Source: an optimization exercise on an open RTL-to-GDS flow (aim: small area, a short achievable clock period and few clock cycles per item). Production flows keep margins and buffers that such runs may drop.

==> inputs of run B <==
==> flow/design.v (excerpt) <==
module fp8_block_int8 (
    input  wire        clk,
    input  wire        rst,
    input  wire        in_valid,
    output wire        in_ready,
    input  wire        in_wr,       
    input  wire [5:0]  in_idx,      
    input  wire [63:0] in_data,     
    input  wire        in_fmt,      
    input  wire [1:0]  in_rmode,    
    input  wire [7:0]  in_scale,    
    input  wire        in_first,    
    output wire        out_valid,
    input  wire        out_ready,
    output wire [63:0] out_data,    
    output wire [7:0]  out_scale,   
    output wire [3:0]  out_fault    
);
Settings: LEC_CHECK=0, CAP_MARGIN=20, CORE_MARGIN=2, CORE_UTILIZATION=75, CTS_CLUSTER_DIAMETER=100, CTS_CLUSTER_SIZE=25, PLACE_DENSITY=0.85, SLEW_MARGIN=20; clock period 40.0 ns.
standard.sh (not shown) runs the stock make flow with config.mk's settings and CLKGATE_MAP_FILE= SYNTH_SCRIPT=/design/flow/synth_recipe.tcl, a recipe that flattens the netlist after the stock synthesis.
==> flow/flow/run.sh <==
#!/bin/bash
# Layout flow: the standard flow (standard.sh), run in two steps so that
# synthesis is exactly the standard one, with one change for the layout:
# the input and output port buffers are buf_2 cells (buffer_ports otherwise
# picks clkdlybuf4s50 delay cells). Each step's full output goes to its log.
set -euo pipefail
bash standard.sh synth > synth.log 2>&1
bash standard.sh "BUFFER_PORTS_ARGS=-buffer_cell sky130_fd_sc_hd__buf_2" finish > layout.log 2>&1
==> inputs of run F, as changes to run B <==
--- a/flow/design.v
+++ b/flow/design.v
@@ -390,17 +390,15 @@
             end
     end
     wire up_sr  = g[31];
     wire up_rne = frac[31] & ((|frac[30:7]) | ip[0]);
     wire up     = (rmode == 2'd0) ? up_rne :
                   (rmode == 2'd2) ? up_sr  : 1'b0;
     wire       sn = code[7];
-    wire [7:0] q0 = {sn, ip ^ {7{sn}}};
-    wire [7:0] q1 = q0 + 8'd1;
-    wire [7:0] qq = (up ^ sn) ? q1 : q0;
+    wire [7:0] qq = {sn, ip ^ {7{sn}}} + {7'b0, up ^ sn};
     assign q = kill ? 8'd0 : qq;
 endmodule
 module fp8_block_int8 (
     input  wire        clk,
     input  wire        rst,
     input  wire        in_valid,
     output wire        in_ready,
@@ -722,43 +720,40 @@
     wire [75:0] res = {p_flt, osc, qv};
     reg  [75:0] F [0:2];
     reg  [75:0] H;
     reg  [1:0]  wp;            
     reg  [1:0]  hc;            
     reg  [1:0]  qn;            
     reg         ov_r;          
-    reg         ovi;           
-    wire        pop  = ovi & out_ready;
+    wire        pop  = ov_r & out_ready;
     wire        push = issue_r;
     function automatic [1:0] inc3(input [1:0] x);
         inc3 = (x == 2'd2) ? 2'd0 : x + 2'd1;
     endfunction
-    wire [1:0]  nxt    = ovi ? inc3(hc) : hc;
-    wire [1:0]  qrem   = qn - {1'b0, ovi};          
+    wire [1:0]  nxt    = ov_r ? inc3(hc) : hc;
+    wire [1:0]  qrem   = qn - {1'b0, ov_r};         
     wire        nxt_ok = (qrem != 2'd0) || push;
     wire [75:0] nxt_v  = (qrem == 2'd0) ? res : F[nxt];
     assign room = ({1'b0, qn} + {2'b0, issue_r}) < 3'd3;
     always @(posedge clk) begin
         if (push)
             F[wp] <= res;
         H <= nxt_v;
         if (rst_r) begin
             wp   <= 2'd0;
             hc   <= 2'd0;
             qn   <= 2'd0;
             ov_r <= 1'b0;
-            ovi  <= 1'b0;
         end else begin
             if (push)
                 wp <= inc3(wp);
             if (pop)
                 hc <= inc3(hc);
             qn   <= qn + {1'b0, push} - {1'b0, pop};
-            ov_r <= !rst && nxt_ok && (!ovi || out_ready);
-            ovi  <= nxt_ok && (!ovi || out_ready);
+            ov_r <= !rst && nxt_ok && (!ov_r || out_ready);
         end
     end
     assign out_valid = ov_r;
     assign out_data  = H[63:0];
     assign out_scale = H[71:64];
     assign out_fault = H[75:72];
     wire [1:0] ph_n     = ph + 2'd1;
==> flow/run.sh (new file) <==
#!/bin/bash
# synth_recipe.tcl (not shown) runs the flow's synth.tcl, then flattens the netlist and writes it again
# the make line also repeats each setting of config.mk as NAME=value (left out here)
make -C /OpenROAD-flow-scripts/flow DESIGN_CONFIG=/design/flow/config.mk WORK_HOME=/design/flow/orfs CLKGATE_MAP_FILE= SYNTH_SCRIPT=/design/flow/synth_recipe.tcl finish
Settings changed: CORE_UTILIZATION 75 to 65, PLACE_DENSITY 0.85 to 0.75.
removed: flow/flow/run.sh
removed: flow/standard.sh
==> results.ini <==
[worst_setup_path]
worstPathArrival_ns=1.96
path_delay_family=buffers and inverters

[drt]
met2_length_um=184700

[run_status]
outcome=timing/DRC/antenna clean

[global_routing]
grt_pass1_wl_um=619500

[final_layout]
multi_input_area_share_pct=48.31
fin_nets=14690

[sta]
fmax_mhz=100.4

the above is filed under run F

==> results.ini <==
[run_status]
outcome=timing/DRC/antenna clean

[final_layout]
multi_input_area_share_pct=48.57
n_all_inverters=1416

[logic_synthesis]
synth_top_area_share_pct=37.42

[global_routing]
top_usage_layer=met2
antenna_found_initial=41
grt_pass1_wl_um=652900

[drt]
met2_length_um=200400

[worst_setup_path]
timing.rr.start=wd[9]
rrSetupSlack_ns=31.20
path_delay_family=flip-flops

[sta]
fmax_mhz=105.4

the above is filed under run B

Function was not checked in any run of this note: the RTL went through the layout flow alone.

## afterwards: timing with drivers on the ports
The flow's constraints put no driver on any port. The routed layouts listed below were extracted and timed again, unchanged, in two steps.
Step 1 sets driving cells, clkbuf_16 on the clock port and buf_2 on the other inputs (assumed; they add their load-dependent delay and slew).
Step 2, shift: input delay + t, output delay - t, t = (earliest + latest rising clock arrival at the registers) / 2. This alone moves slack from input paths to output paths.
a / b / c = ideal / step 1 / step 2; a / b = the first two.
| run | shift t [ns] | slack for setup (ns) | hold WS [ns] | cell pins on the clock port's net |
|---|---|---|---|---|
| run B | 0.964 | 30.513 / 30.431 / 30.478 | 0.299 / 0.299 / 0.299 | 1 |
| run F | 0.966 | 30.039 / 29.932 / 29.977 | 0.295 / 0.295 / 0.295 | 1 |
After both steps every run listed still meets setup and hold. For run F, which loses most, drivers alone change the setup slack by -0.107 ns; drivers and shift together by -0.062 ns.
